What follows belongs to an exercise in optimizing a design on an open flow for small area, a short achievable clock period and few clock cycles per item; a production flow would make more cautious choices. At most, simulation tests tie the RTL to the original design; equivalence was not proved. Power figures rest on the tool's default switching activity, not on a simulated workload.

Setup of exp/onyx:
// facet_tile
module facet_tile (
    input  wire        clk,
    input  wire        rst,
    input  wire        start,
    input  wire [1:0]  cls,           
    input  wire [31:0] crc_in,        
    output wire        idle,
    input  wire        in_valid,
    input  wire [7:0]  in_data,
    output wire        in_ready,
    output reg         out_valid,
    output reg  [63:0] out_data,
    input  wire        out_ready,
    output reg         done,
    output wire [3:0]  done_cause,    
    output wire [7:0]  done_offset,   
    output wire [31:0] done_arg,      
    output wire [31:0] done_crc       
);
    localparam [3:0] P_HDR   = 4'd0,
                     P_U1    = 4'd1,
                     P_C1    = 4'd2,
                     P_E     = 4'd3,
                     P_B1    = 4'd4,
                     P_B2    = 4'd5,
                     P_BMAP  = 4'd6,
                     P_NLEN  = 4'd7,
                     P_NCOD  = 4'd8,
                     P_TRAIL = 4'd9;    
    reg         busy;
    reg         idle_r;       
    reg  [1:0]  cls_q;
    reg  [8:0]  idx;          
    reg  [3:0]  pst;          
    reg         fail;         
    reg  [3:0]  cause;
    reg  [7:0]  offset;
    reg  [31:0] arg;
    reg  [31:0] crc;
    reg  [10:0] p_last;       
    reg         rdy;
    reg         v0, v1;
    reg  [7:0]  h0, h1;
    reg         pend;
    reg  [9:0]  pend_l;
    reg  [7:0]  code_st;
    reg  [7:0]  len_st;       
    reg         bm;           
    reg         run_act;
    reg  [9:0]  run_l;        
    reg  [7:0]  run_code;     
    reg  [2:0]  q;            
    reg  [6:0]  bcnt;         
    reg         ofin;         
    assign idle        = idle_r;
    assign in_ready    = rdy;
    assign done_cause  = cause;
    assign done_offset = offset;
    assign done_arg    = arg;
    assign done_crc    = crc;
    function [31:0] crc64;
        input [31:0] c;
        input [63:0] d;
        reg [31:0] x;
        begin
            x = c ^ d[31:0];
            crc64[0] = ^(x & 32'h386F2C25) ^ ^(d[63:32] & 32'h1F91CAF6);
            crc64[1] = ^(x & 32'h70DE584B) ^ ^(d[63:32] & 32'h3F2395EC);
            crc64[2] = ^(x & 32'hE1BCB097) ^ ^(d[63:32] & 32'h7E472BD8);
            crc64[3] = ^(x & 32'hC379612E) ^ ^(d[63:32] & 32'hFC8E57B1);
  ...
Size in the first run: about 250 flip-flops, about 17,000 µm² of cells after synthesis.
Settings: LEC_CHECK=0, CAP_MARGIN=20, CORE_MARGIN=2, CORE_UTILIZATION=60, PLACE_DENSITY=0.8, SLEW_MARGIN=20; clock period 10.0 ns.
run.sh (not shown) runs the stock make flow with config.mk's settings and CLKGATE_MAP_FILE= SYNTH_SCRIPT=/design/flow/synth_recipe.tcl, a recipe that flattens the netlist after the stock synthesis.
exp/onyx completed every stage of the flow, and the final layout passed the timing, DRC and antenna checks.
Testbench counts of exp/onyx, summed over its fixed seeds: cycles 528,443, tiles 1,920.
What exp/maple does differently from exp/onyx at the input level:
- changing PLACE_DENSITY from 0.8 to 0.6
- changing CORE_UTILIZATION from 60 to 40
## What came out
exp/onyx closes out successfully: all stages finished, all timing, DRC and antenna checks passed. exp/maple: all stages complete, timing, DRC and antenna checks passed. exp/maple vs exp/onyx on cell count: exp/maple is the higher one. exp/onyx → exp/maple: headroom to the max-slew limit down 2.6 points, number of clock-tree buffers in the layout up 12%, number of cell rows up 14.
Relative to exp/maple, the following input files were edited for exp/umber:
- PLACE_DENSITY: 0.6 -> 0.65
- CORE_UTILIZATION: 40 -> 50
--- outcome ---
Delta(worst setup slack for register-to-register paths, exp/umber - exp/maple) < 0. exp/umber vs exp/maple: power dissipated in combinational cells up. Compared with exp/maple, exp/umber has less setup slack. Run comparison: exp/umber capture point of the worst path out_data[41]; exp/maple capture point of the worst path out_data[63]. Taking exp/maple as the reference point, the worst hold margin of exp/umber rises by 5.3 ps. Global routing met3 resource utilization for exp/umber is higher than for exp/maple. Global-route wire length before repair (higher): exp/umber.
Changes in exp/xenon relative to exp/umber:
- ABC_AREA now 1, previously not set
- CORE_UTILIZATION now 40, was 50
- PLACE_DENSITY now 0.6, was 0.65
[summary]
Depth of the worst register-to-register path: exp/xenon vs exp/umber down 1
Between exp/xenon and exp/umber, the compound-cell area share of the yosys netlist does not differ in any meaningful way.
The lower standby leakage power of exp/xenon and exp/umber is in exp/umber.
Maximum buffer depth of the clock tree: exp/umber vs exp/xenon identical
Re number of hold-slack violations in the final timing report: no difference whatsoever between exp/xenon and exp/umber.
exp/xenon vs exp/umber: area share of and/or/nand/nor cells after synthesis up
In exp/xenon, final wirelength is higher than in exp/umber.
Looking at post-route minimum period across both flows, exp/xenon is the stronger of the two, with exp/umber trailing.
exp/xenon vs exp/umber: reported sequential group power down by more than 10%
Compared with exp/umber, exp/xenon shows met1 routed wirelength after detailed routing that has gone up by more than half.
In the metrics for exp/xenon and exp/umber, the one carrying the lower portion of the layout cell area used by non-clock buffers is exp/xenon.
Input-level comparison between exp/zinc and exp/xenon:
- PLACE_DENSITY changed from 0.6 to 0.75
- ABC_AREA removed (was 1)
- CORE_UTILIZATION changed from 40 to 60
Results
exp/zinc vs. exp/xenon: length in cells of the worst reg-to-reg path went up by 1. The met1 demand-to-capacity share in global routing of exp/zinc exceeds that of exp/xenon by 7.1 points. Clock buffer count in the final layout of exp/zinc falls short of that of exp/xenon by more than a quarter. Combinational family with the most area after synthesis = XOR/XNOR gates: exp/zinc; combinational family with the most area after synthesis = simple AND/OR/NAND/NOR gates: exp/xenon. Destination of the critical timing path = out_data[55]: exp/zinc; destination of the critical timing path = out_data[63]: exp/xenon. Of exp/zinc and exp/xenon, the run reporting the lower power share of the sequential group was exp/zinc. The post-synthesis share of cell area spent on xor and xnor gates reported for exp/zinc is greater than that of exp/xenon by 21 points. Placeable core region was lower in the run labelled exp/zinc. Clock share of power: exp/zinc and exp/xenon compared, lower one is exp/zinc. From exp/xenon to exp/zinc the numbers moved as follows: data arrival time of the worst path went up by 30 ps; count of filler cells inserted in the layout fell by about 64%; worst hold slack shows an increase of 29 ps; placed wire-length estimate decreased 25,000 µm.
Edits applied to the flow inputs when going from exp/zinc to exp/raven:
- CORE_UTILIZATION changed from 60 to 30
- PLACE_DENSITY changed from 0.75 to 0.5
### Flow results
Compared with exp/zinc, in exp/raven average wire length per cell after detail routing has decreased, utilization has decreased, met1 track utilization from global routing has decreased, post-route standard cell area excluding fillers has increased.
In exp/raven the area of the die turned out about 100% higher than in exp/zinc.
From exp/zinc to exp/raven the numbers moved as follows: well-tap cell count rose by about 100%, overall routed net length picked up an extra 6.5%, power went up 1.1%.
Relative to exp/zinc, the total core area measured on exp/raven has increased by more than 100%.
Area growth from synthesis to layout: exp/raven > exp/zinc

facet_tile, a different RTL version from the one above (not shown whole).
For scale: about 1600 cells after synthesis, ~250 flip-flops.
// facet_tile
module facet_tile (
    input  wire        clk,
    input  wire        rst,
    input  wire        start,
    input  wire [1:0]  cls,           
    input  wire [31:0] crc_in,        
    output wire        idle,
    input  wire        in_valid,
    input  wire [7:0]  in_data,
    output wire        in_ready,
    output reg         out_valid,
    output reg  [63:0] out_data,
    input  wire        out_ready,
    output reg         done,
    output wire [3:0]  done_cause,    
    output wire [7:0]  done_offset,   
    output wire [31:0] done_arg,      
    output wire [31:0] done_crc       
);
    localparam [3:0] P_HDR   = 4'd0,
                     P_U1    = 4'd1,
                     P_C1    = 4'd2,
                     P_E     = 4'd3,
                     P_B1    = 4'd4,
                     P_B2    = 4'd5,
                     P_BMAP  = 4'd6,
                     P_NLEN  = 4'd7,
                     P_NCOD  = 4'd8,
  ...
==> flow/config.mk <==
export PLATFORM = sky130hd
export DESIGN_NAME = facet_tile
export DESIGN_NICKNAME = facet_tile
export VERILOG_FILES = /design/flow/design.v
export SDC_FILE = /design/flow/constraint.sdc
export NUM_CORES = 4
export LEC_CHECK = 0
export CAP_MARGIN = 20
export CORE_MARGIN = 2
export CORE_UTILIZATION = 30
export CTS_CLUSTER_DIAMETER = 100
export CTS_CLUSTER_SIZE = 30
export GPL_TIMING_DRIVEN = 1
export PLACE_DENSITY = 0.5
export SLEW_MARGIN = 20
==> flow/constraint.sdc <==
create_clock -name core_clock -period 10.0 [get_ports {clk}]
set_input_delay 2.0000 -clock core_clock [delete_from_list [all_inputs] [get_ports {clk}]]
set_output_delay 2.0000 -clock core_clock [all_outputs]
set_load 0.01 [all_outputs]
The first run passed the timing, DRC and antenna checks.
Testbench counts at the start, summed over its fixed seeds: cycles 528,443, tiles 1,920.
Edit:
CTS_CLUSTER_DIAMETER = unset   (was 100)
CTS_CLUSTER_SIZE = unset   (was 30)
GPL_TIMING_DRIVEN = unset   (was 1)
SLEW_MARGIN = 50   (was 20)
The changed run completed without violations. Cell area rose by 3.4%. Synthesized area does not change. Core utilization grows by 1.2 points. Hold slack loses 9.7 ps. Register-to-register slack gains 240 ps. Total power is higher by 5.4%.

Setup of the reference run:
facet_tile, a different RTL version from the one above (not shown whole).
For scale: roughly 1,700 cells after synthesis, roughly 190 I/O pins, ~17,000 sq um of cells after synthesis.
make LEC_CHECK=0 CAP_MARGIN=20 CORE_MARGIN=2 CORE_UTILIZATION=40 PLACE_DENSITY=0.6 SLEW_MARGIN=20 finish   # period 10.0 ns
Modified inputs, the trial run compared to the reference run
-- flow/config.mk --
<<< the reference run, line 10
export CORE_UTILIZATION = 40
export PLACE_DENSITY = 0.6
>>> the trial run, line 10
export CORE_UTILIZATION = 60
export PLACE_DENSITY = 0.75
==> summary.txt <==
Compared to the reference run, the trial run shows a wider setup margin. | final critical path time including I/O delays and setup | the trial run vs the reference run | 0.35 ns lower |. Sort the trial run and the reference run by power desc -> top: the reference run. Looking at the trial run and the reference run, the clock network contribution to total cell area is a wash. Buffer share of cell area up 0.20 points in the trial run wrt the reference run.
No run of this note included a check of the RTL's function; only the layout flow was run.

## JK
facet_tile, a different RTL version from the one above (not shown whole).
For scale: about 1,700 cells after synthesis, about 190 I/O pins, about 17,000 sq um of cells after synthesis.
make LEC_CHECK=0 CAP_MARGIN=20 CORE_MARGIN=2 CORE_UTILIZATION=30 CTS_CLUSTER_DIAMETER=100 CTS_CLUSTER_SIZE=28 GPL_TIMING_DRIVEN=0 PLACE_DENSITY=0.5 SLEW_MARGIN=20 finish   # period 10.0 ns
Testbench counts of JK, summed over its fixed seeds: cycles 516,466, tiles 1,920.
For MS, these inputs were changed with respect to JK:
Settings: CTS_CLUSTER_SIZE removed (was 28); CTS_CLUSTER_DIAMETER removed (was 100); GPL_TIMING_DRIVEN removed (was 0).
[summary]
MS completed every stage of the flow, and the final layout passed the timing, DRC and antenna checks. Compared with JK, leakage dissipation in MS increased slightly. Diff MS..JK | number of cells on the critical path | unchanged. On final core utilization, JK tracks MS almost exactly. Max highest attainable clock frequency across JK and MS: JK. Delta (MS minus JK): wire length of the first global-routing pass now smaller, post-layout total power now larger.
[inputs] AL vs MS
Settings: a change of CORE_UTILIZATION from 30 to 50; a change of PLACE_DENSITY from 0.5 to 0.65.
- Looking only at routability-driven placement congestion ratio, and setting everything else aside, the lower value of AL and MS goes to MS.
- AL ends up with higher global-route usage than MS does.
- Going from MS to AL, actual slew at the worst max-slew pin shrinks by 0.11 ns.
- Between MS and AL, met2 track utilization from global routing increased.
- Clock network area share down 0.30 points in AL wrt MS
- Changes observed in AL relative to MS: relative area change from synthesis to final layout now smaller, final standard cell area without fillers now smaller, share of the clock period used by the worst path after layout now smaller, sequential share of layout area now larger.
- Global routing usage on met1 came out higher on AL than on MS.
> inputs changed (AL -> TR)
Settings: CTS_CLUSTER_SIZE newly set to 30; GPL_TIMING_DRIVEN newly set to 0; PLACE_DENSITY changed from 0.65 to 0.55; CORE_UTILIZATION changed from 50 to 35; CTS_CLUSTER_DIAMETER newly set to 90.
## What came out
- TR was carried through to the last stage, and its layout satisfied the timing, DRC and antenna checks.
- AL: all stages complete, timing, DRC and antenna checks passed
- Worst slack at placement, TR and AL: larger value in AL
- On proportion of power drawn by flip-flops and latches: between TR and AL, it ends up higher for AL.
- Final-report hold violation count: AL vs TR identical
- The final RePlAce weighted congestion in TR sits 0.030 below the value recorded for AL.
- On depth of the worst hold-timing path: between TR and AL, it ends up higher for AL.
--- input diff TR..PW ---
Settings: CORE_UTILIZATION: 35 -> 30; PLACE_DENSITY: 0.55 -> 0.5.
## What came out
Fmax | PW above TR
Compared to TR, PW has final instance area 150 sq um higher.
Compared with TR, PW shows placeable core region that has gone up by more than 10%.
In PW relative to TR, height of the die had gone up by a little under 10%.
Transition time of the tightest slew-check pin: PW vs TR up 0.026 ns
PW: power in the clock group lower than TR

## job 5367
Starting RTL as in the previous note.
export LEC_CHECK = 0
export CAP_MARGIN = 20
export CORE_MARGIN = 2
export CORE_UTILIZATION = 30
export CTS_CLUSTER_DIAMETER = 90
export CTS_CLUSTER_SIZE = 30
export GPL_TIMING_DRIVEN = 0
export PLACE_DENSITY = 0.5
export SLEW_MARGIN = 40
create_clock -name core_clock -period 10.0 [get_ports {clk}]
Job 5367 completed; timing, DRC and antenna clean
Testbench counts of job 5367, summed over its fixed seeds: cycles 516,466, tiles 1,920.
The following lists how job 2058 was set up differently from job 5367:
Settings: CTS_CLUSTER_DIAMETER: 90 -> 100; SLEW_MARGIN: 40 -> 20.
==> summary.txt <==
Compare job 5367 and job 2058 | share of final-layout standard cells stronger than drive strength 1 higher: job 5367. From job 5367 to job 2058 the numbers moved as follows: worst setup slack higher, static power due to leakage lower, first-iteration DRC count higher. Compare job 5367 and job 2058 | total power lower: job 2058. Summary — number of vias per cell after detailed routing, job 2058 relative to job 5367: higher, by 0.029. [compare] base=job 5367 new=job 2058: via count of the first global-routing pass about even, transition time at the pin with the least slew margin increased by 330 ps relative to the old numbers, global-route wire length before repair neither gained nor lost much, highest clock frequency the design can meet has increased.
Changes in job 1793 relative to job 2058:
Settings: swapping 0.5 for 0.55 in PLACE_DENSITY; swapping 100 for 90 in CTS_CLUSTER_DIAMETER.
==> summary.txt <==
In the reports for job 1793 and job 2058, the smaller wire length reported by the detailed router belongs to job 2058. Compared to job 2058, job 1793 has global routing met3 resource utilization 0.25 points higher. Per the comparison of job 1793 with job 2058, final period utilization up 1.6 points, clock network fraction of total power moved up. Job 1793 went all the way through synthesis, placement and routing and the layout is clean on timing, DRC and antenna. Compared to job 2058, job 1793 reaches a lower achievable clock. Cell area | job 1793 vs job 2058 | job 1793 larger. Job 2058 -> job 1793: sequential power flat.
> inputs changed (job 1793 -> job 4566)
Settings: a change of CORE_UTILIZATION from 30 to 25; a change of PLACE_DENSITY from 0.55 to 0.45.
Compared with job 1793, job 4566 shows a starting density of the core that is 5.0 points lower. From job 1793 to job 4566, synthesized area did not move at all. Job 4566 vs job 1793 — overall die height climbed by a little under 10%. Compare job 4566 and job 1793 | area added between synthesis and finish lower: job 1793. Sort job 4566 and job 1793 by clock-cell share of area asc -> top: job 1793.
Here is what was changed in the inputs of job 2757 compared with job 4566.
Settings: CTS_CLUSTER_DIAMETER removed (was 90); GPL_TIMING_DRIVEN removed (was 0); CTS_CLUSTER_SIZE removed (was 30); CORE_UTILIZATION changed from 25 to 40; PLACE_DENSITY changed from 0.45 to 0.6.
==> comparison <==
- Relative to job 4566, first-pass GRT wire length decreased by 7900 µm in job 2757.
- Initial detailed-routing violation count was lower in the run labelled job 4566.
- Job 2757 ended with less maximum clock frequency than job 4566.
- Looking at layout overhead on the synthesized area across job 4566 and job 2757, the one that comes out lower is job 2757.
- Run comparison: job 4566 first element of the critical path out_data[36]; job 2757 first element of the critical path run_act
- Looking at TritonCTS buffer count, job 2757 sits 38% above job 4566.
- In the reports for job 4566 and job 2757, the larger power share of the clock group belongs to job 2757.
- Job 2757: PASS, flow complete, no timing, DRC or antenna violations

RTL: one of the versions met above, not the one the previous note started from.
Size in the first run: ~1,600 cells after synthesis, about 250 flip-flops, about 190 I/O pins.
clock: 10.0 ns
lec_check: 0
cap_margin: 20
core_margin: 2
core_utilization: 30
cts_cluster_diameter: 70
cts_cluster_size: 30
place_density: 0.5
slew_margin: 20
The first run finished with timing, DRC and antenna clean.
Testbench counts at the start, summed over its fixed seeds: cycles 528,443, tiles 1,920.
Rerun with:
CTS_CLUSTER_DIAMETER = 100   (was 70)
SLEW_MARGIN = 50   (was 20)
The changed run went through all stages and came out clean.
Power came out lower by 3.0%.
Via count goes down by 1.4%.
Flip-flop and latch count does not change.
Routed wire length goes down by 0.30%.
Synthesized cell count stays the same.
Cell count decreases by 0.53%.

static timing again, ports no longer ideal:
The flow's constraints put no driver on any port. The routed layouts listed below were extracted and timed again, unchanged, in two steps. Step 1: set_driving_cell puts a clkbuf_16 on clk and a buf_2 on each other input, an assumption about the parent block. Step 2 moves the port delays by t, midway between the first and last clock arrival at a register: inputs arrive t later, outputs are due t later. That takes back most of the time a late clock gives input paths. a / b / c = ideal / step 1 / step 2; a / b = the first two.
| run | shift t [ns] | slack for setup (ns) | worst setup path after step 2 | worst data-port slew with drivers (ns) |
|---|---|---|---|---|
| exp/onyx | 0.611 | 5.910 / 5.856 / 5.786 | input to register | 0.08 |
| exp/maple | 0.617 | 5.940 / 5.888 / 5.757 | input to register | 0.06 |
| exp/umber | 0.626 | 5.893 / 5.843 / 5.777 | input to register | 0.07 |
| exp/xenon | 0.670 | 5.982 / 5.921 / 5.812 | input to register | 0.06 |
| exp/zinc | 0.592 | 5.947 / 5.895 / 5.834 | input to register | 0.07 |
| exp/raven | 0.653 | 5.989 / 5.927 / 5.787 | input to register | 0.08 |
| the first run of note 2 | 0.589 | 6.011 / 5.959 / 5.768 | input to register | 0.07 |
| the second run of note 2 | 0.644 | 6.014 / 5.959 / 5.863 | input to register | 0.06 |
| the reference run | 0.649 | 5.293 / 5.236 / 5.822 | input to register | 0.05 |
| the trial run | 0.611 | 5.646 / 5.593 / 5.722 | input to register | 0.05 |
| JK | 0.593 | 6.123 / 6.063 / 5.689 | input to register | 0.06 |
| MS | 0.645 | 5.850 / 5.788 / 5.701 | input to register | 0.07 |
| AL | 0.608 | 5.897 / 5.887 / 5.817 | input to register | 0.04 |
| TR | 0.594 | 6.052 / 6.001 / 5.608 | input to register | 0.06 |
| PW | 0.606 | 6.116 / 6.051 / 5.705 | input to register | 0.06 |
| job 5367 | 0.609 | 6.092 / 6.027 / 5.839 | input to register | 0.06 |
| job 2058 | 0.592 | 6.123 / 6.058 / 5.675 | input to register | 0.06 |
| job 1793 | 0.622 | 5.960 / 5.960 / 5.655 | input to register | 0.06 |
| job 4566 | 0.612 | 6.067 / 6.005 / 5.656 | input to register | 0.06 |
| job 2757 | 0.618 | 5.887 / 5.887 / 5.682 | input to register | 0.06 |
| the first run of note 6 | 0.630 | 5.972 / 5.918 / 5.757 | input to register | 0.07 |
| the second run of note 6 | 0.586 | 6.032 / 5.978 / 5.861 | input to register | 0.06 |
After both steps every run listed still meets setup and hold. The setup slack of job 2058, which loses most, moves by -0.065 ns with the drivers and by -0.448 ns with both steps.
